From an optimization exercise on the open Yosys and OpenROAD flow, aimed at small area and a short achievable clock period; shortcuts taken in it are not production practice.
The RTL was checked by simulation tests, not by an equivalence proof against the original design.
Power is estimated from default activity; no workload was simulated.

## flow/design.v (module list and top-level ports; edited modules follow where they fit)
// module windlass_mac: 1357 lines
// module wm_fa: 4 lines
// module wm_fa1: 4 lines
// module wm_ha: 4 lines
// module wm_nand: 3 lines
// module wm_xnor: 3 lines
// module wm_xor: 3 lines
// module wm_inv: 3 lines
// module wm_gpa: 4 lines
// module wm_ga: 3 lines
// module wm_gpo: 4 lines
// module wm_go: 3 lines
module windlass_mac (
    input  wire        clk,
    input  wire        rst,
    input  wire        in_valid,
    input  wire        in_last,
    input  wire [31:0] in_a,
    input  wire [31:0] in_s,
    output reg         out_valid,
    output reg  [63:0] out_c
);
  // ...
==> flow/flow/run.sh <==
#!/bin/bash
# Layout flow: the standard synthesis, unchanged, then the standard ORFS
# steps (floorplan to finish) with different repair settings:
#   - up to and including CTS, timing repair aims at the setup margin in
#     flow/margin.txt, so that the resizer works the design towards a shorter
#     period than the clock's; after CTS (global route onwards) it aims at the
#     margin in flow/margin_route.txt;
#   - extra make variables from flow/args.txt, one per line (resizer and
#     port-buffer options).
# The clock, the SDC and the design are the standard flow's. Each step's full output is
# in orfs/logs/ (ORFS's own logs) and in synth.log / cts.log / layout.log here.
set -uo pipefail
MARGIN=$(cat flow/margin.txt)
MARGIN_ROUTE=$(cat flow/margin_route.txt)
mapfile -t EXTRA < flow/args.txt
bash standard.sh synth > synth.log 2>&1 || exit 1
bash standard.sh SETUP_SLACK_MARGIN=$MARGIN TNS_END_PERCENT=100 "${EXTRA[@]}" cts > cts.log 2>&1 || exit 1
bash standard.sh SETUP_SLACK_MARGIN=$MARGIN_ROUTE TNS_END_PERCENT=100 "${EXTRA[@]}" finish > layout.log 2>&1
==> flow/flow/args.txt <==
MATCH_CELL_FOOTPRINT=0
BUFFER_PORTS_ARGS=-buffer_cell sky130_fd_sc_hd__buf_2
==> flow/flow/margin.txt <==
7.6
==> flow/flow/margin_route.txt <==
7.45
==> flow/standard.sh <==
#!/bin/bash
# synth_recipe.tcl (not shown) runs the flow's synth.tcl, then flattens the netlist and writes it again
# the make line also repeats each setting of config.mk as NAME=value (left out here)
make -C /OpenROAD-flow-scripts/flow DESIGN_CONFIG=/design/flow/config.mk WORK_HOME=/design/flow/orfs CLKGATE_MAP_FILE= SYNTH_SCRIPT=/design/flow/synth_recipe.tcl "${@:-finish}"
==> flow/config.mk <==
export PLATFORM = sky130hd
export DESIGN_NAME = windlass_mac
export DESIGN_NICKNAME = windlass_mac
export VERILOG_FILES = /design/flow/design.v
export SDC_FILE = /design/flow/constraint.sdc
export NUM_CORES = 4
export LEC_CHECK = 0
export CAP_MARGIN = 20
export CORE_MARGIN = 2
export CORE_UTILIZATION = 40
export SLEW_MARGIN = 20
export SYNTH_HIERARCHICAL = 1
export SYNTH_MINIMUM_KEEP_SIZE = 0
==> flow/constraint.sdc <==
create_clock -name core_clock -period 11.0 [get_ports {clk}]
set_input_delay 2.2000 -clock core_clock [delete_from_list [all_inputs] [get_ports {clk}]]
set_output_delay 2.2000 -clock core_clock [all_outputs]
set_load 0.01 [all_outputs]
==> flow_summary.yaml, run 1 <==
finish:
  largest_register: "out_c"
  utilization_pct: 43.5
  top_cell_class_by_occupied_area: "multi-input gates"
  area.share.sequential_pct: 21.9
  layout_common_cells: "479 x fa_1, 466 x xnor2_1, 359 x o22ai_1, 325 x dfxtp_1, 182 x nand2_1"
synth:
  ys_seq_elements: 392
  synth_compound_gate_area_share_pct: 15.4
  synth_simple_gate_area_share_pct: 4.84
  netlist.area_leader.share_pct: 28.7
  combinational_family_with_the_most_area_after_synthesis: "adder cells"
placement:
  placement.io_buffers: 132
power:
  vdd_ir_drop_max_uv: 297
  power_report.internal_total_mw: 6.72
die:
  die_height_um: 294
  core-area_sq_um: 83400
  die_width_um: 294
  num_io_pins: 133
clocking:
  numClockSinks: 392
  clock-root-buffer: "clkbuf_16"
drt:
  drt_drc_violations_left: 0
  drt_pass1_iterations: 5
  met2_length_mm: 45.2
  final_antenna_net_count: 0
sta:
  slew_violations: 0
worst_setup_path:
  crit_top_cell: "fa_1"
  critPathLaunch: "x2_r[5]$_DFF_P_"
run_status:
  run_status: "complete, no violations"
global_routing:
  grt_use_total_pct: 22.5
  grt_pass1_wl_mm: 149
  maximum_number_of_pins_on_one_net_before_global_route_repair: 64
==> inputs of run 2 (changes only) <==
==> flow/flow/margin_route.txt (replaced) <==
0
--- a/flow/config.mk
+++ b/flow/config.mk
@@ -8,6 +8,7 @@
 export CAP_MARGIN = 20
 export CORE_MARGIN = 2
 export CORE_UTILIZATION = 40
+export CTS_BUF_LIST = sky130_fd_sc_hd__clkbuf_8
 export SLEW_MARGIN = 20
 export SYNTH_HIERARCHICAL = 1
 export SYNTH_MINIMUM_KEEP_SIZE = 0
==> flow_summary.yaml, run 2 <==
die:
  fp-row-count: 106
  initial_utilization_pct: 40.3
  die-area_sq_um: 86300
  core-area_sq_um: 83400
  die_height_um: 294
  num_io_pins: 133
  die_width_um: 294
finish:
  fin_nets: 3739
  layout.cells.most_common: "fa_1"
  largest_register: "out_c"
  filler_cell_count: 7765
  layout-area-overhead-vs-synth_pct: 9.57
  final_cells: 4269
  utilization_pct: 44.1
  layout_common_cells: "478 x fa_1, 470 x xnor2_1, 359 x o22ai_1, 285 x dfxtp_1, 180 x nand2_1"
  largest_reg_flops: 64
  final_cell_area_sq_um: 36800
  post_route_cells_drive_above_1_share_pct: 21.9
  largest_registers: "out_c x64, r0 x63, r1 x53"
placement:
  preCtsSetupSlack_ns: 7.06
  placement.io_buffers: 132
  dp.cells: 4093
  detailed_place_hpwl_mm: 76.5
  placement.cell_area_sq_um: 33700
  gpl.final_weighted_congestion: 0.887
clocking:
  cts_tree: "built"
  max-clock-path-buffers: 3
  clk_pin_slew_ns: 0.06
  cts.htree.levels: 3
  numClockSinks: 392
  clock-root-buffer: "clkbuf_8"
  cts_buffers: 69
  clk_latency_ns: 0.67
worst_setup_path:
  critical_path.cell_chain: "a22oi_1 > xnor2_1 > fa_1 > fa_1 > fa_1 > fa_1"
  required_ns: 11.54
  crit_top_cell: "fa_1"
  timing.critical_path.slowest_stage_cell: "dfxtp_1"
  critical_path.endpoint_type: "flip-flop"
  cp_max_fo: 16
  path_class: "flip-flop to flip-flop"
  worst_ep_arrival_time_ns: 4.03
  critical_path.max_stage_delay_ns: 0.91
  cp-start-kind: "flip-flop"
run_status:
  run_status: "complete, no violations"
global_routing:
  grt-busiest-layer: "met2"
  globalRouteOverflowTotal: 0
  initial_antenna_violation_count: 10
  grt_use_total_pct: 22.8
  met1_global_route_usage_pct: 29.9
  grt_pass1_vias: 24300
  global_routing_usage_on_met2_pct: 36.4
  met3_usage_pct: 4.72
  grt_pass1_wl_mm: 150
  maximum_number_of_pins_on_one_net_before_global_route_repair: 64
sta:
  worstMarginPinSlew_ns: 1.11
  fin_worst_hold_slack_ns: 0.434
  unrepaired_setup_endpoints_after_global_routing: "false"
  max_slew_margin_pct: 25.7
  slew_violations: 0
  final.setup.worst_slack_ns: 7.51
  final_hold_vio_count: 0
  final_setup_fails: 0
  fmax_mhz: 287
  worst_clock_skew_ns: 0.0369
  final_min_period_over_clock_period_pct: 31.7
  setup_tns_ns: 0
  timing.final.crit_period_ns: 3.49
power:
  power.density_nw_per_um2: 349
  leakage_power_figure_nw: 14.9
  total_power_mw: 12.8
  vdd_ir_drop_max_uv: 274
synth:
  synth.largest_area_cell: "fa_1"
  synth-warning-count: 7
  synth_seq_area_share_pct: 23.4
  yosys-top-cells-count: "496 x xnor2_1, 482 x fa_1, 392 x dfxtp_1, 359 x o22ai_1, 184 x nand2_1"
  yosys-top-cells-area: "fa_1 29%, dfxtp_1 23%, xnor2_1 13%"
  post_synth_num_cell_types: 32
  synth_edf_count: 0
  post_synth_instance_area_sq_um: 33600
  synth_fp_nets: 3773
  ys_dominant_reg_cell: "dfxtp_1"
  netlist.area_leader.share_pct: 28.7
  ys_seq_elements: 392
  synthMostInstantiatedCell: "xnor2_1"
  synth-async-reset-ratio_pct: 0
  synth_cells: 3163
  synthesis.area_per_instance_sq_um: 10.6
drt:
  routed-via-count: 23400
  detail_route.wl_per_cell_um: 23.0
  drt_drc_violations_left: 0
  final_antenna_net_count: 0
  drt_iter0_markers: 1803
  drt_pass1_iterations: 5
  vias_per_std_cell: 5.47
  route.final.wire_length_mm: 98.1
run:
  cap_violations: 0
hold_path:
  worstHoldPathType: "flip-flop to flip-flop"
==> run 2: cell types whose count changed in the layout (fill, tap and decap cells not counted), moves of 12 or more <==
cell and delta:
clkbuf_8 +83, buf_2 -64, buf_6 +64, clkbuf_16 -47, dfxtp_1 -40, dfxtp_4 +28, inv_1 +17, buf_4 +15
dfxtp_2 +12
==> run 2: what timing repair did <==
action | 4_1_cts | 5_1_grt
resized for setup | 335 | 0
hold buffers | 0 | 0
setup buffers | 44 | 0
setup endpoints to repair | 161 | 0
==> run 2: path summary, 6_finish.rpt <==
path / slack (ns) / endpoint / depth (start not counted) / start
setup / recovery: 7.51 / r2[27]$_DFF_P_ / 6 / x2_r[6]$_DFF_P_
hold / removal: 0.43 / l1$_DFF_P_ / 1 / l0$_DFF_P_
setup reg to reg: 7.51 / r2[27]$_DFF_P_ / 6 / x2_r[6]$_DFF_P_
hold reg to reg: 0.43 / l1$_DFF_P_ / 1 / l0$_DFF_P_
==> run 2: report_power, final <==
| group | internal [mW] | leakage, nW | total (mW) | switching [mW] |
|---|---|---|---|---|
| logic | 3.97 | 10.8 | 8.95 | 4.98 |
| clock network | 0.823 | 0.818 | 1.46 | 0.635 |
| registers | 2.02 | 3.29 | 2.44 | 0.424 |
==> run 2: kinds of logic (layout without fill, tap and decap cells) <==
| group | count (synthesis) | count (layout) | share of synthesized area, % |
|---|---|---|---|
| AO/OA/AOI/OAI | 719 | 719 | 15.4 |
| XOR/XNOR | 668 | 668 | 17.4 |
| adder cells (fa/ha/maj) | 542 | 542 | 31.0 |
| buffers and inverters | 476 | 494 | 8.00 |
| flip-flops | 392 | 392 | 23.4 |
| AND/OR/NAND/NOR | 366 | 366 | 4.84 |
| other | 0 | 8 | 0 |
==> run 2: per-layer routing <==
metal / vias up / share of wire, % / routed length, um
li1: 10400 / - / -
met1: 11700 / 42 / 41000
met2: 1046 / 46 / 45300
met3: 185 / 8.1 / 7980
met4: 10 / 3.9 / 3810
met5: - / 0.076 / 75
==> run 2: worst max-delay path: cells and delay by family (launching register included) <==
kind	cells	cell delay [ns]
fa+ha+maj	4	2.05
flops	1	0.91
xor+xnor	1	0.21
compound gates	1	0.19
==> run 2: Yosys stat by module, one instance, submodules excluded <==
module,cells inside,flops+latches,times used
windlass_mac,2046,392,1
wm_fa1,5,0,15
wm_fa,1,0,482
wm_gpa,2,0,52
wm_gpo,2,0,72
wm_ha,1,0,45
wm_ga,1,0,20
wm_xnor,1,0,104
wm_xor,1,0,21
wm_go,1,0,41
wm_inv,1,0,19
wm_nand,1,0,62
==> run 2: layout make-up <==
cell class              count  area (sq um)  area share, %
diodes                      8          20.0         0.0544
clock buffers              88          1210           3.29
clock inverters            35           302          0.820
inverters                 176           694           1.89
multi-input cells        2295         23600           64.2
flip-flops and latches    392          8050           21.9
well taps                1080          1350           3.67
repair buffers            195          1550           4.22
==> inputs of run 3 (changes only) <==
--- a/flow/config.mk
+++ b/flow/config.mk
@@ -7,8 +7,7 @@
 export LEC_CHECK = 0
 export CAP_MARGIN = 20
 export CORE_MARGIN = 2
-export CORE_UTILIZATION = 40
-export CTS_BUF_LIST = sky130_fd_sc_hd__clkbuf_8
+export CORE_UTILIZATION = 55
 export SLEW_MARGIN = 20
 export SYNTH_HIERARCHICAL = 1
 export SYNTH_MINIMUM_KEEP_SIZE = 0
==> flow_summary.yaml, run 3 <==
global_routing:
  grt_use_total_pct: 30.5
  grt_pass1_vias: 24300
  initial_antenna_violation_count: 2
  grt_pass1_wl_mm: 147
  globalRouteOverflowTotal: 0
  maximum_number_of_pins_on_one_net_before_global_route_repair: 64
sta:
  timing.final.crit_period_ns: 3.49
  worstMarginPinSlew_ns: 1.14
  final_setup_fails: 0
  worst_clock_skew_ns: 0.0270
  max_slew_margin_pct: 24.2
  unrepaired_setup_endpoints_after_global_routing: "false"
  setup_tns_ns: 0
  fmax_mhz: 287
  final_min_period_over_clock_period_pct: 31.7
  final_hold_vio_count: 0
  slew_violations: 0
drt:
  routed-via-count: 23300
  vias_per_std_cell: 5.98
  final_antenna_net_count: 0
  drt_iter0_markers: 1969
  drt_pass1_iterations: 6
  route.final.wire_length_mm: 95.0
  drt_drc_violations_left: 0
  detail_route.wl_per_cell_um: 24.4
power:
  seq_power_share_pct: 18.6
  total_switching_power_mw: 6.09
  leakage_power_figure_nw: 14.6
  combinationalPowerShare_pct: 69.4
  clkPwrFrac_pct: 12.0
  vdd_ir_drop_max_uv: 260
  power.density_nw_per_um2: 357
  power_report.internal_total_mw: 6.65
  netSwitchingFraction_pct: 47.8
  total_power_mw: 12.7
synth:
  synthMostInstantiatedCell: "xnor2_1"
  yosys-top-cells-area: "fa_1 29%, dfxtp_1 23%, xnor2_1 13%"
  synth-warning-count: 7
  post_synth_num_cell_types: 32
  synth_seq_area_share_pct: 23.4
  synth_fp_nets: 3773
  ys_seq_elements: 392
  synth-async-reset-ratio_pct: 0
  synthesis.area_per_instance_sq_um: 10.6
  ys_dominant_reg_cell: "dfxtp_1"
  synth.largest_area_cell: "fa_1"
  post_synth_instance_area_sq_um: 33600
  yosys-top-cells-count: "496 x xnor2_1, 482 x fa_1, 392 x dfxtp_1, 359 x o22ai_1, 184 x nand2_1"
  synth_edf_count: 0
  synth_cells: 3163
  netlist.area_leader.share_pct: 28.7
hold_path:
  worstHoldPathType: "flip-flop to flip-flop"
die:
  fp-row-count: 90
  num_io_pins: 133
  core-area_sq_um: 60400
  die_width_um: 251
  die-area_sq_um: 63000
  die_height_um: 251
  initial_utilization_pct: 55.6
finish:
  largest_reg_flops: 64
  fin_nets: 3684
  layout-area-overhead-vs-synth_pct: 6.12
  layout_common_cells: "479 x fa_1, 474 x xnor2_1, 359 x o22ai_1, 329 x dfxtp_1, 177 x nand2_1"
  final_cell_area_sq_um: 35600
  largest_registers: "out_c x64, r0 x63, r1 x53"
  layout.cells.most_common: "fa_1"
  post_route_cells_drive_above_1_share_pct: 18.4
  largest_register: "out_c"
worst_setup_path:
  critical_path.endpoint_type: "flip-flop"
  cp-start-kind: "flip-flop"
  path_class: "flip-flop to flip-flop"
  cp_max_fo: 16
  critical_path.cell_chain: "o22ai_1 > xnor2_1 > fa_1 > fa_1 > fa_1 > fa_1"
  required_ns: 11.41
  worst_ep_arrival_time_ns: 3.90
  timing.critical_path.slowest_stage_cell: "dfxtp_1"
  crit_top_cell: "fa_1"
  critical_path.max_stage_delay_ns: 0.90
clocking:
  cts_buffers: 43
  clk_pin_slew_ns: 0.06
  clock-root-buffer: "clkbuf_16"
  max-clock-path-buffers: 3
  numClockSinks: 392
  cts_tree: "built"
  cts.htree.levels: 2
  clk_latency_ns: 0.58
placement:
  gpl.final_weighted_congestion: 0.928
  placement.io_buffers: 132
  placement.cell_area_sq_um: 33300
  detailed_place_hpwl_mm: 75.9
run_status:
  run_status: "complete, no violations"
run:
  cap_violations: 0
## run 3: power by group through the flow
stage / Clock, mW / Sequential, mW / Combinational, mW
finish: 1.52 / 2.37 / 8.84
global route: 1.61 / 2.41 / 9.72
CTS: 1.55 / 2.37 / 8.86
detailed placement: 0 / 2.39 / 7.86
global placement: 0 / 2.38 / 7.72
floorplan: 0 / 2.20 / 5.98
## run 3: stage by stage
stage	setup WS (ns)	hold slack, ns	std cells	utilization [%]
after floorplan	7.73	0.326	3163	-
after global placement	6.96	0.392	3790	55.2
after detailed placement	6.99	0.393	3790	55.2
after CTS	7.53	0.401	3888	59.0
after global routing	7.34	0.428	3888	59.0
final	7.51	0.401	3889	59.0
## run 3: modules after synthesis, one instance, submodules excluded, excerpt
module / flip-flops and latches / cells inside
wm_ga: 0 / 1
wm_gpo: 0 / 2
wm_xor: 0 / 1
wm_nand: 0 / 1
wm_inv: 0 / 1
wm_fa1: 0 / 5
wm_xnor: 0 / 1
windlass_mac: 392 / 2046
wm_go: 0 / 1
## run 3: critical path: cells and delay by family (launching register included)
family	cells	cell delay [ns]
DFF	1	0.90
adders and majority gates	4	1.95
xor gates and xnor gates	1	0.24
AOI/OAI and AO/OA	1	0.25
## run 3: kinds of logic (layout without fill, tap and decap cells)
family / after synthesis / count (layout) / synth area share (%)
AO/OA/AOI/OAI: 719 / 719 / 15.4
XOR/XNOR: 668 / 668 / 17.4
adder cells (fa/ha/maj): 542 / 542 / 31.0
buffers and inverters: 476 / 419 / 8.00
flip-flops: 392 / 392 / 23.4
other: 0 / 1 / 0
AND/OR/NAND/NOR: 366 / 366 / 4.84
## run 3: final timing paths
kind / from / endpoint / slack (ns) / cells past startpoint
max: an_r[22]$_DFF_P_ / r1[41]$_DFF_P_ / 7.51 / 6
min: rst_d$_DFF_P_ / clrn$_DFF_P_ / 0.40 / 1
max reg2reg: an_r[22]$_DFF_P_ / r1[41]$_DFF_P_ / 7.51 / 6
min reg2reg: rst_d$_DFF_P_ / clrn$_DFF_P_ / 0.40 / 1
## run 3: layout make-up
class | count | area, sq um
Multi-Input combinational cell | 2295 | 23600
Sequential cell | 392 | 7930
Fill cell | 5218 | 24700
Clock inverter | 19 | 240
Tap cell | 782 | 978
Timing Repair Buffer | 166 | 966
Clock buffer | 58 | 1240
Inverter | 176 | 691
Antenna cell | 1 | 2.50
## run 3: per-layer routing
metal / part of all wire [%] / GRT usage, %
met5: 0 / 0
met4: 2.3 / 7.74
met3: 7.9 / 4.37
met2: 46 / 47.7
met1: 44 / 44.7
## run 3: repair_timing
action / in CTS / in global routing
hold buffers: 0 / 0
gates resized for setup: 177 / 0
setup buffers: 21 / 0
setup endpoints to repair: 123 / 0
==> inputs of run 4 (changes only) <==
==> flow/flow/margin.txt (replaced) <==
7.7
==> flow_summary.yaml, run 4 <==
run_status:
  run_status: "complete, no violations"
placement:
  placement.io_buffers: 132
  detailed_place_hpwl_mm: 75.9
  gpl.final_weighted_congestion: 0.928
  placement.cell_area_sq_um: 33300
  dp.cells: 3790
drt:
  drt_iter0_markers: 2029
  drt_drc_violations_left: 0
  final_antenna_net_count: 0
  routed-via-count: 23400
  drt_pass1_iterations: 5
  vias_per_std_cell: 5.97
  route.final.wire_length_mm: 95.8
  detail_route.wl_per_cell_um: 24.5
synth:
  synth-warning-count: 7
  synth_fp_nets: 3773
  yosys-top-cells-count: "496 x xnor2_1, 482 x fa_1, 392 x dfxtp_1, 359 x o22ai_1, 184 x nand2_1"
  synth_seq_area_share_pct: 23.4
  synth_cells: 3163
  netlist.area_leader.share_pct: 28.7
  ys_dominant_reg_cell: "dfxtp_1"
  synth.largest_area_cell: "fa_1"
  synthMostInstantiatedCell: "xnor2_1"
  synth-async-reset-ratio_pct: 0
  ys_seq_elements: 392
  synthesis.area_per_instance_sq_um: 10.6
  yosys-top-cells-area: "fa_1 29%, dfxtp_1 23%, xnor2_1 13%"
  post_synth_num_cell_types: 32
  synth_edf_count: 0
  post_synth_instance_area_sq_um: 33600
worst_setup_path:
  path_class: "flip-flop to flip-flop"
  required_ns: 11.45
  worst_ep_arrival_time_ns: 3.93
  critical_path.endpoint_type: "flip-flop"
  cp-start-kind: "flip-flop"
  cp_max_fo: 3
finish:
  antenna_cells_inserted: 0
  layout.cells.most_common: "fa_1"
  filler_cell_count: 5116
  post_route_cells_drive_above_1_share_pct: 23.7
  final_cell_area_sq_um: 36500
  seq_area_sq_um: 8090
  largest_reg_flops: 64
  final_cells: 3918
  multi_input_area_sq_um: 23700
  layout_common_cells: "475 x fa_1, 472 x xnor2_1, 359 x o22ai_1, 231 x dfxtp_1"
  largest_register: "out_c"
  fin_nets: 3714
  layout-area-overhead-vs-synth_pct: 8.76
  largest_registers: "out_c x64, r0 x63, r1 x53"
sta:
  final_min_period_over_clock_period_pct: 31.6
  fmax_mhz: 288
  max_slew_margin_pct: 34.7
  setup_tns_ns: 0
  timing.final.crit_period_ns: 3.48
  unrepaired_setup_endpoints_after_global_routing: "false"
  slew_violations: 0
  final_setup_fails: 0
  worst_clock_skew_ns: 0.0238
  final_hold_vio_count: 0
  worstMarginPinSlew_ns: 0.978
  fin_worst_hold_slack_ns: 0.401
die:
  num_io_pins: 133
  initial_utilization_pct: 55.6
  fp-row-count: 90
  die_height_um: 251
  core-area_sq_um: 60400
  die-area_sq_um: 63000
  die_width_um: 251
clocking:
  max-clock-path-buffers: 3
  cts_tree: "built"
  clock-root-buffer: "clkbuf_16"
  cts.htree.levels: 2
  numClockSinks: 392
  cts_buffers: 43
  clk_pin_slew_ns: 0.06
  postCtsHoldBufs: 0
  clk_latency_ns: 0.58
global_routing:
  maximum_number_of_pins_on_one_net_before_global_route_repair: 64
  grt_use_total_pct: 30.7
  grt_pass1_wl_mm: 148
  globalRouteOverflowTotal: 0
  initial_antenna_violation_count: 1
  grt_pass1_vias: 24600
power:
  vdd_ir_drop_max_uv: 305
  power.density_nw_per_um2: 365
  leakage_power_figure_nw: 14.8
run:
  cap_violations: 0
hold_path:
  worstHoldPathType: "flip-flop to flip-flop"
==> run 4: power breakdown <==
part	internal (mW)	switching (mW)	total [mW]
combinational	4.10	5.28	9.38
clock	0.913	0.610	1.52
sequential	2.00	0.415	2.42
==> run 4: routing by layer <==
layer / global-route usage [%] / vias up / routed length, um
met5: 0 / - / 0
met1: 44.9 / 11800 / 42600
met3: 4.17 / 155 / 7190
met4: 7.82 / 0 / 2440
li1: - / 10300 / -
met2: 48.3 / 1098 / 43600
==> run 4: cell type report <==
cell class              count  area share [%]
repair buffers            196            4.12
well taps                 782            2.68
clock buffers              58            3.41
inverters                 176            2.07
clock inverters            19           0.658
multi-input cells        2295            64.9
flip-flops and latches    392            22.1
==> run 4: per-stage QoR <==
| step | worst slack (ns) | total power [mW] | util, % |
|---|---|---|---|
| 2_1_floorplan | 7.73 | 8.18 | - |
| 3_3_place_gp | 6.96 | 10.1 | 55.2 |
| 3_5_place_dp | 6.99 | 10.3 | 55.2 |
| 4_1_cts | 7.53 | 13.3 | 60.5 |
| 5_1_grt | 7.34 | 14.3 | 60.5 |
| 6_report | 7.52 | 13.3 | 60.5 |
==> run 4: what timing repair did <==
item / CTS / global route
gates resized for setup: 363 / 0
buffers inserted: 51 / 0
endpoints found under the setup margin: 191 / 0
==> run 4: worst max-delay path: stages, from the launching register on <==
cell,delay [ns]
dfxtp_2,0.32
fa_1,0.56
fa_1,0.43
fa_1,0.50
xnor2_2,0.19
buf_4,0.16
nor2_4,0.19
nand2_2,0.14
nor2_4,0.17
nand2_1,0.13
nor2_1,0.15
a21oi_2,0.10
buf_4,0.18
xor2_1,0.15
==> run 4: Yosys stat by module (local to each module, per instance), a selection <==
module,cell area (sq um),cells
wm_gpa,12.5,2
wm_gpo,12.5,2
wm_nand,3.75,1
windlass_mac,19600,2046
wm_ha,12.5,1
wm_xor,8.76,1
==> run 4: kinds of logic (layout without fill, tap and decap cells) <==
logic type | Yosys count | count (layout) | synth area share, %
xor gates and xnor gates | 668 | 668 | 17.4
and+or+nand+nor | 366 | 366 | 4.84
AOI/OAI and AO/OA | 719 | 719 | 15.4
DFF | 392 | 392 | 23.4
buffers and inverters | 476 | 449 | 8.00
adders and majority gates | 542 | 542 | 31.0
==> run 4: path summary, 6_finish.rpt <==
path,from,to,slack [ns],cells past startpoint
setup / recovery,r2[35]$_DFF_P_,out_c[38]$_DFF_P_,7.52,13
hold / removal,rst_d$_DFF_P_,clrn$_DFF_P_,0.40,1
setup reg to reg,r2[35]$_DFF_P_,out_c[38]$_DFF_P_,7.52,13
hold reg to reg,rst_d$_DFF_P_,clrn$_DFF_P_,0.40,1
==> inputs of run 5 (changes only) <==
==> flow/flow/margin.txt (replaced) <==
7.6
--- a/flow/config.mk
+++ b/flow/config.mk
@@ -8,6 +8,7 @@
 export CAP_MARGIN = 20
 export CORE_MARGIN = 2
 export CORE_UTILIZATION = 55
+export CTS_CLUSTER_SIZE = 24
 export SLEW_MARGIN = 20
 export SYNTH_HIERARCHICAL = 1
 export SYNTH_MINIMUM_KEEP_SIZE = 0
==> flow_summary.yaml, run 5 <==
power:
  leakage_power_figure_nw: 14.6
  power.density_nw_per_um2: 357
  vdd_ir_drop_max_uv: 260
  total_power_mw: 12.7
global_routing:
  grt_pass1_wl_mm: 147
  globalRouteOverflowTotal: 0
  grt_use_total_pct: 30.5
  initial_antenna_violation_count: 2
  grt_pass1_vias: 24300
  maximum_number_of_pins_on_one_net_before_global_route_repair: 64
finish:
  largest_registers: "out_c x64, r0 x63, r1 x53"
  fin_nets: 3684
  multi_input_area_sq_um: 23600
  layout-area-overhead-vs-synth_pct: 6.12
  layout_common_cells: "479 x fa_1, 474 x xnor2_1, 359 x o22ai_1, 329 x dfxtp_1, 177 x nand2_1"
  seq_area_sq_um: 7930
  largest_register: "out_c"
  final_cells: 3889
  largest_reg_flops: 64
  filler_cell_count: 5218
  post_route_cells_drive_above_1_share_pct: 18.4
  layout.cells.most_common: "fa_1"
  final_cell_area_sq_um: 35600
clocking:
  clock-root-buffer: "clkbuf_16"
  clk_pin_slew_ns: 0.06
  max-clock-path-buffers: 3
  cts_buffers: 43
  cts.htree.levels: 2
  clk_latency_ns: 0.58
  numClockSinks: 392
  cts_tree: "built"
synth:
  synth-async-reset-ratio_pct: 0
  synth_seq_area_share_pct: 23.4
  post_synth_instance_area_sq_um: 33600
  yosys-top-cells-count: "496 x xnor2_1, 482 x fa_1, 392 x dfxtp_1, 359 x o22ai_1, 184 x nand2_1"
  post_synth_num_cell_types: 32
  synth_edf_count: 0
  ys_dominant_reg_cell: "dfxtp_1"
  synthesis.area_per_instance_sq_um: 10.6
  synth_fp_nets: 3773
  synth-warning-count: 7
  ys_seq_elements: 392
  yosys-top-cells-area: "fa_1 29%, dfxtp_1 23%, xnor2_1 13%"
  synth_cells: 3163
  synthMostInstantiatedCell: "xnor2_1"
  netlist.area_leader.share_pct: 28.7
  synth.largest_area_cell: "fa_1"
placement:
  placement.cell_area_sq_um: 33300
  gpl.final_weighted_congestion: 0.928
  dp.cells: 3790
  detailed_place_hpwl_mm: 75.9
  placement.io_buffers: 132
run:
  cap_violations: 0
worst_setup_path:
  cp-start-kind: "flip-flop"
  critPathLaunch: "an_r[22]$_DFF_P_"
  worst_ep_arrival_time_ns: 3.90
  timing.critical_path.slowest_stage_cell: "dfxtp_1"
  path_class: "flip-flop to flip-flop"
  crit_top_cell: "fa_1"
  cp_max_fo: 16
  required_ns: 11.41
  worstPathBufferInverterCount: 0
  regToRegStartpoint: "an_r[22]$_DFF_P_"
  critPathTopFamily: "adder cells"
  critical_path.max_stage_delay_ns: 0.90
  critical_path.endpoint_type: "flip-flop"
  critical_path.cell_chain: "o22ai_1 > xnor2_1 > fa_1 > fa_1 > fa_1 > fa_1"
sta:
  worstMarginPinSlew_ns: 1.14
  fmax_mhz: 287
  worst_clock_skew_ns: 0.0270
  final_hold_vio_count: 0
  max_slew_margin_pct: 24.2
  setup_tns_ns: 0
  timing.final.crit_period_ns: 3.49
  slew_violations: 0
  final_setup_fails: 0
  unrepaired_setup_endpoints_after_global_routing: "false"
  final_min_period_over_clock_period_pct: 31.7
hold_path:
  min_from: "rst_d$_DFF_P_"
  worstHoldPathType: "flip-flop to flip-flop"
die:
  die-area_sq_um: 63000
  die_height_um: 251
  num_io_pins: 133
  initial_utilization_pct: 55.6
  fp-row-count: 90
  core-area_sq_um: 60400
  die_width_um: 251
drt:
  drt_drc_violations_left: 0
  vias_per_std_cell: 5.98
  route.final.wire_length_mm: 95.0
  routed-via-count: 23300
  drt_pass1_iterations: 6
  final_antenna_net_count: 0
  detail_route.wl_per_cell_um: 24.4
  drt_iter0_markers: 1969
run_status:
  run_status: "complete, no violations"
## run 5: cell counts after synthesis
Identical to the previous run, type by type.
## run 5: layer usage
metal / up-vias / global-route usage, % / wire, um
li1: 10300 / - / -
met1: 11800 / 44.7 / 42000
met2: 1074 / 47.7 / 43300
met3: 137 / 4.37 / 7490
met4: 0 / 7.74 / 2230
met5: - / 0 / 0
## run 5: modules after synthesis (local to each module, per instance), excerpt
module / times used / cells / area [sq um]
wm_xor: 21 / 1 / 8.76
wm_gpa: 52 / 2 / 12.5
wm_ha: 45 / 1 / 12.5
wm_xnor: 104 / 1 / 8.76
wm_gpo: 72 / 2 / 12.5
wm_go: 41 / 1 / 5.00
wm_inv: 19 / 1 / 3.75
## run 5: cells by family (layout without fill, tap and decap cells)
| group | count (synthesis) | after routing | share of synthesized area, % |
|---|---|---|---|
| buffers and inverters | 476 | 419 | 8.00 |
| AND/OR/NAND/NOR | 366 | 366 | 4.84 |
| flip-flops | 392 | 392 | 23.4 |
| XOR/XNOR | 668 | 668 | 17.4 |
| AO/OA/AOI/OAI | 719 | 719 | 15.4 |
| adder cells (fa/ha/maj) | 542 | 542 | 31.0 |
| other | 0 | 1 | 0 |
## run 5: report_power, final
part / switching, mW / internal, mW
sequential: 0.404 / 1.97
combinational: 5.08 / 3.77
clock: 0.610 / 0.913
total: 6.09 / 6.65
## run 5: cell type report
| cell class | instances | share of cell area, % |
|---|---|---|
| diodes | 1 | 0.00702 |
| clock buffers | 58 | 3.49 |
| clock inverters | 19 | 0.674 |
| inverters | 176 | 1.94 |
| multi-input cells | 2295 | 66.2 |
| flip-flops and latches | 392 | 22.2 |
| well taps | 782 | 2.75 |
| repair buffers | 166 | 2.71 |
## run 5: metrics by stage
step / setup slack, ns / util, % / hold WS, ns
after CTS: 7.53 / 59.0 / 0.401
final: 7.51 / 59.0 / 0.401
after detailed placement: 6.99 / 55.2 / 0.393
after global routing: 7.34 / 59.0 / 0.428
after global placement: 6.96 / 55.2 / 0.392
after floorplan: 7.73 / - / 0.326
## run 5: path summary, 6_finish.rpt
path                    end  slack [ns]  cells after the start
max          r1[41]$_DFF_P_        7.51                      6
min            clrn$_DFF_P_        0.40                      1
max reg2reg  r1[41]$_DFF_P_        7.51                      6
min reg2reg    clrn$_DFF_P_        0.40                      1
## run 5: what timing repair did
item,CTS,global route
hold buffers,0,0
setup endpoints to repair,123,0
resized for setup,177,0
buffers inserted,21,0
endpoints found under the hold margin,0,0
==> inputs of run 6 (changes only) <==
--- a/flow/config.mk
+++ b/flow/config.mk
@@ -8,7 +8,7 @@
 export CAP_MARGIN = 20
 export CORE_MARGIN = 2
 export CORE_UTILIZATION = 55
-export CTS_CLUSTER_SIZE = 24
+export CTS_CLUSTER_SIZE = 28
 export SLEW_MARGIN = 20
 export SYNTH_HIERARCHICAL = 1
 export SYNTH_MINIMUM_KEEP_SIZE = 0
==> flow_summary.yaml, run 6 <==
finish:
  final_cell_area_sq_um: 35600
  post_route_cells_drive_above_1_share_pct: 18.4
  layout-area-overhead-vs-synth_pct: 6.12
  layout.cells.most_common: "fa_1"
  largest_register: "out_c"
  largest_reg_flops: 64
  fin_nets: 3684
  final_cells: 3889
  utilization_pct: 59.0
  largest_registers: "out_c x64, r0 x63, r1 x53"
  layout_common_cells: "479 x fa_1, 474 x xnor2_1, 359 x o22ai_1, 329 x dfxtp_1, 177 x nand2_1"
  filler_cell_count: 5218
hold_path:
  worstHoldPathType: "flip-flop to flip-flop"
  hold_path_depth: 1
synth:
  synth_edf_count: 0
  synth_cells: 3163
  synth-async-reset-ratio_pct: 0
  synth-warning-count: 7
  ys_dominant_reg_cell: "dfxtp_1"
  netlist.area_leader.share_pct: 28.7
  synthMostInstantiatedCell: "xnor2_1"
  post_synth_num_cell_types: 32
  synth_seq_area_share_pct: 23.4
  synth.largest_area_cell: "fa_1"
  yosys-top-cells-area: "fa_1 29%, dfxtp_1 23%, xnor2_1 13%"
  synth_fp_nets: 3773
  ys_seq_elements: 392
  post_synth_instance_area_sq_um: 33600
  yosys-top-cells-count: "496 x xnor2_1, 482 x fa_1, 392 x dfxtp_1, 359 x o22ai_1, 184 x nand2_1"
  synthesis.area_per_instance_sq_um: 10.6
worst_setup_path:
  cp_max_fo: 16
  critical_path.endpoint_type: "flip-flop"
  cp-start-kind: "flip-flop"
  worst_ep_arrival_time_ns: 3.90
  ff2ff_path_depth: 6
  required_ns: 11.41
  path_class: "flip-flop to flip-flop"
  rrSetupSlack_ns: 7.51
clocking:
  cts_tree: "built"
  clk_pin_slew_ns: 0.06
  clk_latency_ns: 0.58
  clock-root-buffer: "clkbuf_16"
  numClockSinks: 392
  max-clock-path-buffers: 3
  postCtsHoldBufs: 0
  cts.htree.levels: 2
  cts_buffers: 43
global_routing:
  grt_pass1_wl_mm: 147
  initial_antenna_violation_count: 2
  globalRouteOverflowTotal: 0
  grt_pass1_vias: 24300
  grt_use_total_pct: 30.5
  maximum_number_of_pins_on_one_net_before_global_route_repair: 64
power:
  vdd_ir_drop_max_uv: 260
  power.density_nw_per_um2: 357
  total_power_mw: 12.7
  leakage_power_figure_nw: 14.6
sta:
  max_slew_margin_pct: 24.2
  fmax_mhz: 287
  final_hold_vio_count: 0
  setup_tns_ns: 0
  worst_clock_skew_ns: 0.0270
  final_setup_fails: 0
  unrepaired_setup_endpoints_after_global_routing: "false"
  timing.final.crit_period_ns: 3.49
  worstMarginPinSlew_ns: 1.14
  slew_violations: 0
  final_min_period_over_clock_period_pct: 31.7
die:
  die_width_um: 251
  die-area_sq_um: 63000
  core-area_sq_um: 60400
  num_io_pins: 133
  initial_utilization_pct: 55.6
  fp-row-count: 90
  die_height_um: 251
placement:
  placement.io_buffers: 132
  dp.cells: 3790
  placement.cell_area_sq_um: 33300
  gpl.final_weighted_congestion: 0.928
  detailed_place_hpwl_mm: 75.9
drt:
  routed-via-count: 23300
  vias_per_std_cell: 5.98
  detail_route.wl_per_cell_um: 24.4
  drt_pass1_iterations: 6
  final_antenna_net_count: 0
  drt_iter0_markers: 1969
  route.final.wire_length_mm: 95.0
  drt_drc_violations_left: 0
run_status:
  run_status: "complete, no violations"
run:
  cap_violations: 0
==> run 6: cell counts after synthesis <==
Identical to the previous run, type by type.
==> run 6: what timing repair did <==
item                       4_1_cts  5_1_grt
setup endpoints to repair      123        0
setup buffers                   21        0
resized for setup              177        0
hold endpoints to repair         0        0
==> run 6: metrics by stage <==
step | setup slack (ns) | hold slack [ns]
after floorplan | 7.73 | 0.326
after global placement | 6.96 | 0.392
after detailed placement | 6.99 | 0.393
after CTS | 7.53 | 0.401
after global routing | 7.34 | 0.428
final | 7.51 | 0.401
==> run 6: area by class of cell <==
cell class	instances	area (sq um)	share of cell area [%]
antenna	1	2.50	0.00702
clock buffer	58	1240	3.49
clock inverter	19	240	0.674
inverter	176	691	1.94
multi-input combinational	2295	23600	66.2
sequential	392	7930	22.2
tap	782	978	2.75
timing repair buffer	166	966	2.71
==> run 6: layer usage <==
| metal | routed length (um) | up-vias | track usage, % | share of wire, % |
|---|---|---|---|---|
| li1 | - | 10300 | - | - |
| met1 | 42000 | 11800 | 44.7 | 44 |
| met2 | 43300 | 1074 | 47.7 | 46 |
| met3 | 7490 | 137 | 4.37 | 7.9 |
| met4 | 2230 | 0 | 7.74 | 2.3 |
| met5 | 0 | - | 0 | 0 |
==> run 6: cell families after synthesis <==
group / Yosys count / share of synthesized area, %
compound gates: 719 / 15.4
xor+xnor: 668 / 17.4
fa+ha+maj: 542 / 31.0
buf+inv: 476 / 8.00
flops: 392 / 23.4
simple gates: 366 / 4.84
==> run 6: critical path, stage by stage (launching register included) <==
cell     delay (ns)
dfxtp_1        0.90
o22ai_1        0.25
xnor2_1        0.24
fa_1           0.48
fa_1           0.49
fa_1           0.44
fa_1           0.54
==> run 6: Yosys stat by module, one instance, submodules excluded <==
| module | times used | flops+latches | cells | cell area (sq um) |
|---|---|---|---|---|
| wm_gpo | 72 | 0 | 2 | 12.5 |
| wm_inv | 19 | 0 | 1 | 3.75 |
| wm_xor | 21 | 0 | 1 | 8.76 |
| windlass_mac | 1 | 392 | 2046 | 19600 |
| wm_gpa | 52 | 0 | 2 | 12.5 |
| wm_nand | 62 | 0 | 1 | 3.75 |
| wm_xnor | 104 | 0 | 1 | 8.76 |
| wm_fa | 482 | 0 | 1 | 20.0 |
| wm_go | 41 | 0 | 1 | 5.00 |
| wm_fa1 | 15 | 0 | 5 | 27.5 |
| wm_ha | 45 | 0 | 1 | 12.5 |
| wm_ga | 20 | 0 | 1 | 8.76 |
==> run 6: final timing paths <==
kind,to,from
setup / recovery,r1[41]$_DFF_P_,an_r[22]$_DFF_P_
hold / removal,clrn$_DFF_P_,rst_d$_DFF_P_
setup reg to reg,r1[41]$_DFF_P_,an_r[22]$_DFF_P_
hold reg to reg,clrn$_DFF_P_,rst_d$_DFF_P_
==> run 6: where the power goes <==
part / switching, mW / internal (mW) / total (mW) / leakage (nW)
clock network: 0.610 / 0.913 / 1.52 / 0.732
registers: 0.404 / 1.97 / 2.37 / 3.27
logic: 5.08 / 3.77 / 8.84 / 10.5
total: 6.09 / 6.65 / 12.7 / 14.6
==> inputs of run 7 (changes only) <==
--- a/flow/config.mk
+++ b/flow/config.mk
@@ -8,7 +8,7 @@
 export CAP_MARGIN = 20
 export CORE_MARGIN = 2
 export CORE_UTILIZATION = 55
-export CTS_CLUSTER_SIZE = 28
+export CTS_CLUSTER_SIZE = 32
 export SLEW_MARGIN = 20
 export SYNTH_HIERARCHICAL = 1
 export SYNTH_MINIMUM_KEEP_SIZE = 0
==> flow_summary.yaml, run 7 <==
synth:
  synth_fp_nets: 3773
  synthMostInstantiatedCell: "xnor2_1"
  synth-warning-count: 7
  synth-async-reset-ratio_pct: 0
  synth.largest_area_cell: "fa_1"
  synth_edf_count: 0
  yosys-top-cells-count: "496 x xnor2_1, 482 x fa_1, 392 x dfxtp_1, 359 x o22ai_1, 184 x nand2_1"
  netlist.area_leader.share_pct: 28.7
  ys_dominant_reg_cell: "dfxtp_1"
  ys_seq_elements: 392
  synthesis.area_per_instance_sq_um: 10.6
  yosys-top-cells-area: "fa_1 29%, dfxtp_1 23%, xnor2_1 13%"
  synth_seq_area_share_pct: 23.4
  post_synth_instance_area_sq_um: 33600
  synth_cells: 3163
  post_synth_num_cell_types: 32
worst_setup_path:
  critical_path.endpoint_type: "flip-flop"
  ff2ff_path_depth: 6
  critical_path.cell_chain: "o22ai_1 > xnor2_1 > fa_1 > fa_1 > fa_1 > fa_1"
  crit_top_cell: "fa_1"
  cp-start-kind: "flip-flop"
  required_ns: 11.41
  crit-reg2reg-capture: "r1[41]$_DFF_P_"
  regToRegStartpoint: "an_r[22]$_DFF_P_"
  rrSetupSlack_ns: 7.51
  worstPathBufferInverterCount: 0
  crit_cells: 6
  critical_path.max_stage_delay_ns: 0.90
  worst_ep_arrival_time_ns: 3.90
  timing.critical_path.slowest_stage_cell: "dfxtp_1"
  path_class: "flip-flop to flip-flop"
  critPathTopFamily: "adder cells"
  cp_max_fo: 16
die:
  fp-row-count: 90
  die_height_um: 251
  initial_utilization_pct: 55.6
  core-area_sq_um: 60400
  num_io_pins: 133
  die-area_sq_um: 63000
  die_width_um: 251
clocking:
  cts_buffers: 43
  cts_tree: "built"
  numClockSinks: 392
  max-clock-path-buffers: 3
  cts.htree.levels: 2
  clk_pin_slew_ns: 0.06
  clock-root-buffer: "clkbuf_16"
  clk_latency_ns: 0.58
  postCtsHoldBufs: 0
hold_path:
  hold-path-endpoint: "clrn$_DFF_P_"
  hold_path_depth: 1
  min_from: "rst_d$_DFF_P_"
  worstHoldPathType: "flip-flop to flip-flop"
drt:
  drt_pass1_iterations: 6
  routed-via-count: 23300
  final_antenna_net_count: 0
  detail_route.wl_per_cell_um: 24.4
  vias_per_std_cell: 5.98
  route.final.wire_length_mm: 95.0
  drt_iter0_markers: 1969
  drt_drc_violations_left: 0
run:
  cap_violations: 0
finish:
  multi_input_area_sq_um: 23600
  fin_nets: 3684
  layout_common_cells: "479 x fa_1, 474 x xnor2_1, 359 x o22ai_1, 329 x dfxtp_1, 177 x nand2_1"
  largest_registers: "out_c x64, r0 x63, r1 x53"
  layout.cells.most_common: "fa_1"
  largest_reg_flops: 64
  final_cell_area_sq_um: 35600
  post_route_cells_drive_above_1_share_pct: 18.4
  filler_cell_count: 5218
  layout-area-overhead-vs-synth_pct: 6.12
  largest_register: "out_c"
  seq_area_sq_um: 7930
global_routing:
  globalRouteOverflowTotal: 0
  grt_pass1_vias: 24300
  initial_antenna_violation_count: 2
  grt_use_total_pct: 30.5
  grt_pass1_wl_mm: 147
  maximum_number_of_pins_on_one_net_before_global_route_repair: 64
power:
  power.density_nw_per_um2: 357
  vdd_ir_drop_max_uv: 260
  leakage_power_figure_nw: 14.6
sta:
  final_hold_vio_count: 0
  timing.final.crit_period_ns: 3.49
  unrepaired_setup_endpoints_after_global_routing: "false"
  max_slew_margin_pct: 24.2
  slew_violations: 0
  fmax_mhz: 287
  setup_tns_ns: 0
  final_setup_fails: 0
  final_min_period_over_clock_period_pct: 31.7
  final.setup.worst_slack_ns: 7.51
  worst_clock_skew_ns: 0.0270
  worstMarginPinSlew_ns: 1.14
placement:
  preCtsSetupSlack_ns: 6.99
  placement.cell_area_sq_um: 33300
  detailed_place_hpwl_mm: 75.9
  gpl.final_weighted_congestion: 0.928
  placement.io_buffers: 132
run_status:
  run_status: "complete, no violations"
## run 7: cell counts in the layout (fill, tap and decap cells not counted)
Identical to the previous run, type by type.
## run 7: logic make-up (layout without fill, tap and decap cells)
group / after synthesis / count (layout) / share of synthesized area [%]
flip-flops: 392 / 392 / 23.4
buffers and inverters: 476 / 419 / 8.00
AND/OR/NAND/NOR: 366 / 366 / 4.84
AO/OA/AOI/OAI: 719 / 719 / 15.4
XOR/XNOR: 668 / 668 / 17.4
adder cells (fa/ha/maj): 542 / 542 / 31.0
other: 0 / 1 / 0
## run 7: power by group
group | internal (mW) | total, mW | switching [mW]
sequential | 1.97 | 2.37 | 0.404
clock | 0.913 | 1.52 | 0.610
combinational | 3.77 | 8.84 | 5.08
total | 6.65 | 12.7 | 6.09
## run 7: repair_timing
action                                 4_1_cts  5_1_grt
setup endpoints to repair                  123        0
resized for setup                          177        0
endpoints found under the hold margin        0        0
setup buffers                               21        0
## run 7: worst max-delay path by stage
stage | from | endpoint | slack, ns
after floorplan | r0[29]$_DFF_P_ | out_c[63]$_DFF_P_ | 7.73
after detailed placement | r0[6]$_DFF_P_ | out_c[57]$_DFF_P_ | 6.99
after global placement | r0[6]$_DFF_P_ | out_c[57]$_DFF_P_ | 6.96
final | an_r[22]$_DFF_P_ | r1[41]$_DFF_P_ | 7.51
after CTS | r0[31]$_DFF_P_ | out_c[47]$_DFF_P_ | 7.53
after global routing | r0[37]$_DFF_P_ | out_c[57]$_DFF_P_ | 7.34
## run 7: cell type report
cell class,instances,share of cell area [%]
sequential,392,22.2
antenna,1,0.00702
inverter,176,1.94
tap,782,2.75
multi-input combinational,2295,66.2
clock inverter,19,0.674
timing repair buffer,166,2.71
clock buffer,58,3.49
## run 7: through the flow
stage	hold WS [ns]	power [mW]	utilization (%)	instances
global placement	0.392	10.1	55.2	3790
floorplan	0.326	8.18	-	3163
finish	0.401	12.7	59.0	3889
CTS	0.401	12.8	59.0	3888
detailed placement	0.393	10.3	55.2	3790
global route	0.428	13.7	59.0	3888
## run 7: worst reg2reg max path, cell delays in order (launching register included)
cell,delay (ns)
dfxtp_1,0.90
o22ai_1,0.26
xnor2_1,0.24
fa_1,0.48
fa_1,0.49
fa_1,0.44
fa_1,0.54
## run 7: modules after synthesis (local to each module, per instance), a selection
| module | area (sq um) | cells | flops+latches | copies in the design |
|---|---|---|---|---|
| wm_fa | 20.0 | 1 | 0 | 482 |
| wm_ha | 12.5 | 1 | 0 | 45 |
| wm_fa1 | 27.5 | 5 | 0 | 15 |
| wm_go | 5.00 | 1 | 0 | 41 |
| wm_ga | 8.76 | 1 | 0 | 20 |
| windlass_mac | 19600 | 2046 | 392 | 1 |
| wm_nand | 3.75 | 1 | 0 | 62 |
| wm_gpa | 12.5 | 2 | 0 | 52 |
| wm_inv | 3.75 | 1 | 0 | 19 |
## run 7: layer usage
layer,vias to the layer above,global-route usage [%],share of wire [%]
li1,10300,-,-
met1,11800,44.7,44
met2,1074,47.7,46
met3,137,4.37,7.9
met4,0,7.74,2.3
met5,-,0,0
==> inputs of run 8 (changes only) <==
--- a/flow/config.mk
+++ b/flow/config.mk
@@ -8,7 +8,8 @@
 export CAP_MARGIN = 20
 export CORE_MARGIN = 2
 export CORE_UTILIZATION = 55
-export CTS_CLUSTER_SIZE = 32
+export CTS_CLUSTER_DIAMETER = 60
+export CTS_CLUSTER_SIZE = 18
 export SLEW_MARGIN = 20
 export SYNTH_HIERARCHICAL = 1
 export SYNTH_MINIMUM_KEEP_SIZE = 0
==> flow_summary.yaml, run 8 <==
hold_path:
  worstHoldPathType: "flip-flop to flip-flop"
  min_from: "rst_d$_DFF_P_"
  hold-path-endpoint: "clrn$_DFF_P_"
  hold_path_depth: 1
drt:
  drt_drc_violations_left: 0
  final_antenna_net_count: 0
  detail_route.wl_per_cell_um: 24.5
  drt_iter0_markers: 2092
  routed-via-count: 23200
  drt_pass1_iterations: 5
  vias_per_std_cell: 6.00
  route.final.wire_length_mm: 95.1
clocking:
  clk_pin_slew_ns: 0.07
  postCtsHoldBufs: 0
  cts_tree: "built"
  clock-root-buffer: "clkbuf_16"
  max-clock-path-buffers: 3
  cts_buffers: 37
  numClockSinks: 392
  clk_latency_ns: 0.59
  cts.htree.levels: 2
die:
  fp-row-count: 90
  core-area_sq_um: 60400
  die_height_um: 251
  num_io_pins: 133
  initial_utilization_pct: 55.6
  die_width_um: 251
  die-area_sq_um: 63000
synth:
  netlist.area_leader.share_pct: 28.7
  ys_seq_elements: 392
  synth_cells: 3163
  post_synth_instance_area_sq_um: 33600
  ys_dominant_reg_cell: "dfxtp_1"
  synth_fp_nets: 3773
  synth-async-reset-ratio_pct: 0
  synth.largest_area_cell: "fa_1"
  synthMostInstantiatedCell: "xnor2_1"
  synth-warning-count: 7
  yosys-top-cells-count: "496 x xnor2_1, 482 x fa_1, 392 x dfxtp_1, 359 x o22ai_1, 184 x nand2_1"
  synth_seq_area_share_pct: 23.4
  yosys-top-cells-area: "fa_1 29%, dfxtp_1 23%, xnor2_1 13%"
  synthesis.area_per_instance_sq_um: 10.6
  post_synth_num_cell_types: 32
  synth_edf_count: 0
sta:
  fmax_mhz: 286
  final_setup_fails: 0
  max_slew_margin_pct: 23.9
  worst_clock_skew_ns: 0.0287
  unrepaired_setup_endpoints_after_global_routing: "false"
  slew_violations: 0
  setup_tns_ns: 0
  worstMarginPinSlew_ns: 1.14
  timing.final.crit_period_ns: 3.50
  final_min_period_over_clock_period_pct: 31.8
  final_hold_vio_count: 0
global_routing:
  grt_use_total_pct: 30.5
  maximum_number_of_pins_on_one_net_before_global_route_repair: 64
  grt_pass1_vias: 24200
  globalRouteOverflowTotal: 0
  grt_pass1_wl_mm: 147
  initial_antenna_violation_count: 1
worst_setup_path:
  regToRegStartpoint: "x1n_r[3]$_DFF_P_"
  worst_ep_arrival_time_ns: 3.93
  crit-reg2reg-capture: "r1[24]$_DFF_P_"
  rrSetupSlack_ns: 7.50
  cp-start-kind: "flip-flop"
  timing.critical_path.slowest_stage_cell: "dfxtp_1"
  cp_max_fo: 16
  path_class: "flip-flop to flip-flop"
  critical_path.endpoint_type: "flip-flop"
  critical_path.cell_chain: "o22ai_1 > xnor2_1 > fa_1 > fa_1 > fa_1 > fa_1"
  critical_path.max_stage_delay_ns: 0.82
  ff2ff_path_depth: 6
  required_ns: 11.44
  crit_top_cell: "fa_1"
finish:
  utilization_pct: 58.5
  layout.cells.most_common: "fa_1"
  antenna_cells_inserted: 0
  layout-area-overhead-vs-synth_pct: 5.24
  post_route_cells_drive_above_1_share_pct: 18.5
  filler_cell_count: 5241
  largest_registers: "out_c x64, r0 x63, r1 x53"
  fin_nets: 3681
  largest_reg_flops: 64
  layout_common_cells: "480 x fa_1, 474 x xnor2_1, 359 x o22ai_1, 320 x dfxtp_1, 178 x nand2_1"
  largest_register: "out_c"
placement:
  gpl.final_weighted_congestion: 0.928
  detailed_place_hpwl_mm: 75.9
  placement.io_buffers: 132
power:
  vdd_ir_drop_max_uv: 259
  leakage_power_figure_nw: 14.4
  power.density_nw_per_um2: 355
run:
  cap_violations: 0
run_status:
  run_status: "complete, no violations"
[run 8: worst max-delay path by stage]
stage / startpoint / to / slack (ns) / cells after the start
after CTS: r0[31]$_DFF_P_ / out_c[57]$_DFF_P_ / 7.52 / 12
after global placement: r0[6]$_DFF_P_ / out_c[57]$_DFF_P_ / 6.96 / 12
after floorplan: r0[29]$_DFF_P_ / out_c[63]$_DFF_P_ / 7.73 / 12
final: x1n_r[3]$_DFF_P_ / r1[24]$_DFF_P_ / 7.50 / 6
after detailed placement: r0[6]$_DFF_P_ / out_c[57]$_DFF_P_ / 6.99 / 12
after global routing: r0[31]$_DFF_P_ / out_c[37]$_DFF_P_ / 7.27 / 12
[run 8: logic make-up (layout without fill, tap and decap cells)]
kind of cell	after synthesis	count (layout)	synth area share, %
simple gates	366	366	4.84
xor+xnor	668	668	17.4
compound gates	719	719	15.4
buf+inv	476	407	8.00
flops	392	392	23.4
fa+ha+maj	542	542	31.0
[run 8: modules after synthesis, one instance, submodules excluded]
| module | flip-flops and latches | times used |
|---|---|---|
| wm_xnor | 0 | 104 |
| windlass_mac | 392 | 1 |
| wm_nand | 0 | 62 |
| wm_inv | 0 | 19 |
| wm_gpo | 0 | 72 |
| wm_ha | 0 | 45 |
| wm_go | 0 | 41 |
| wm_xor | 0 | 21 |
| wm_gpa | 0 | 52 |
| wm_ga | 0 | 20 |
| wm_fa1 | 0 | 15 |
| wm_fa | 0 | 482 |
[run 8: per-stage QoR]
| step | total power, mW | instance area [sq um] | hold slack (ns) | setup WS [ns] | std cells |
|---|---|---|---|---|---|
| CTS | 12.6 | 35300 | 0.402 | 7.52 | 3876 |
| global placement | 10.1 | 33300 | 0.392 | 6.96 | 3790 |
| global route | 13.6 | 35300 | 0.430 | 7.27 | 3876 |
| floorplan | 8.18 | 33600 | 0.326 | 7.73 | 3163 |
| detailed placement | 10.3 | 33300 | 0.393 | 6.99 | 3790 |
| finish | 12.6 | 35300 | 0.402 | 7.50 | 3876 |
[run 8: power breakdown]
group          internal [mW]  leakage [nW]  total [mW]  switching (mW)
combinational           3.81          10.6        8.89            5.09
clock                  0.670         0.592        1.30           0.626
sequential              1.97          3.27        2.37           0.403
total                   6.45          14.4        12.6            6.11
[run 8: final cells by class]
cell class,instances,area [sq um],share of cell area (%)
inverter,176,687,1.94
clock buffer,41,972,2.75
sequential,392,7940,22.5
multi-input combinational,2295,23600,66.7
clock inverter,21,235,0.666
tap,782,978,2.77
timing repair buffer,169,963,2.73
[run 8: what timing repair did]
item                                    CTS  global route
buffers inserted                         24             0
endpoints found under the setup margin  131             0
gates resized for setup                 182             0
[run 8: per-layer routing]
layer  vias to the layer above  part of all wire, %  track usage, %
li1                      10200                    -               -
met5                         -                    0               0
met3                       152                  7.6            4.38
met4                         0                  2.7            8.40
met2                      1078                   45            47.3
met1                     11800                   44            44.7
[run 8: worst max-delay path, delay by kind of cell (launching register included)]
family | cells | cell delay [ns]
DFF | 1 | 0.82
adders and majority gates | 4 | 1.96
AOI/OAI and AO/OA | 1 | 0.18
xor gates and xnor gates | 1 | 0.38

==> what the ideal ports hide <==
In the flow no input, the clock included, has a driving cell. The finished layouts below were timed again as built, in two steps. Step 1 (the two cells are an assumption about what drives the block):
set clk [get_ports {clk}]
set_driving_cell -lib_cell sky130_fd_sc_hd__clkbuf_16 $clk
set_driving_cell -lib_cell sky130_fd_sc_hd__buf_2 [delete_from_list [all_inputs] $clk]
Step 2 also shifts input and output timing later by t, the mid clock arrival at the registers, as if the neighbouring blocks saw the same clock. Three values: ideal, step 1, step 2; two values: the first two.
| run | t (ns) | setup WS [ns] | slew at the worst register clock pin (ns) | worst data-port slew with drivers (ns) | cell pins on the clock port's net |
|---|---|---|---|---|---|
| run 1 | 0.629 | 7.521 / 7.521 / 7.366 | 0.07 / 0.07 | 0.07 | 1 |
| run 2 | 0.712 | 7.513 / 7.513 / 7.358 | 0.07 / 0.07 | 0.07 | 1 |
| run 3 | 0.633 | 7.512 / 7.512 / 7.336 | 0.07 / 0.07 | 0.06 | 1 |
| run 4 | 0.631 | 7.523 / 7.523 / 7.337 | 0.07 / 0.07 | 0.06 | 1 |
| run 5 | 0.633 | 7.512 / 7.512 / 7.336 | 0.07 / 0.07 | 0.06 | 1 |
| run 6 | 0.633 | 7.512 / 7.512 / 7.336 | 0.07 / 0.07 | 0.06 | 1 |
| run 7 | 0.633 | 7.512 / 7.512 / 7.336 | 0.07 / 0.07 | 0.06 | 1 |
| run 8 | 0.635 | 7.502 / 7.502 / 7.350 | 0.08 / 0.08 | 0.06 | 1 |
After both steps setup and hold are still met in every run listed. The setup slack of run 4, which loses most, moves by 0.000 ns with the drivers and by -0.186 ns with both steps.
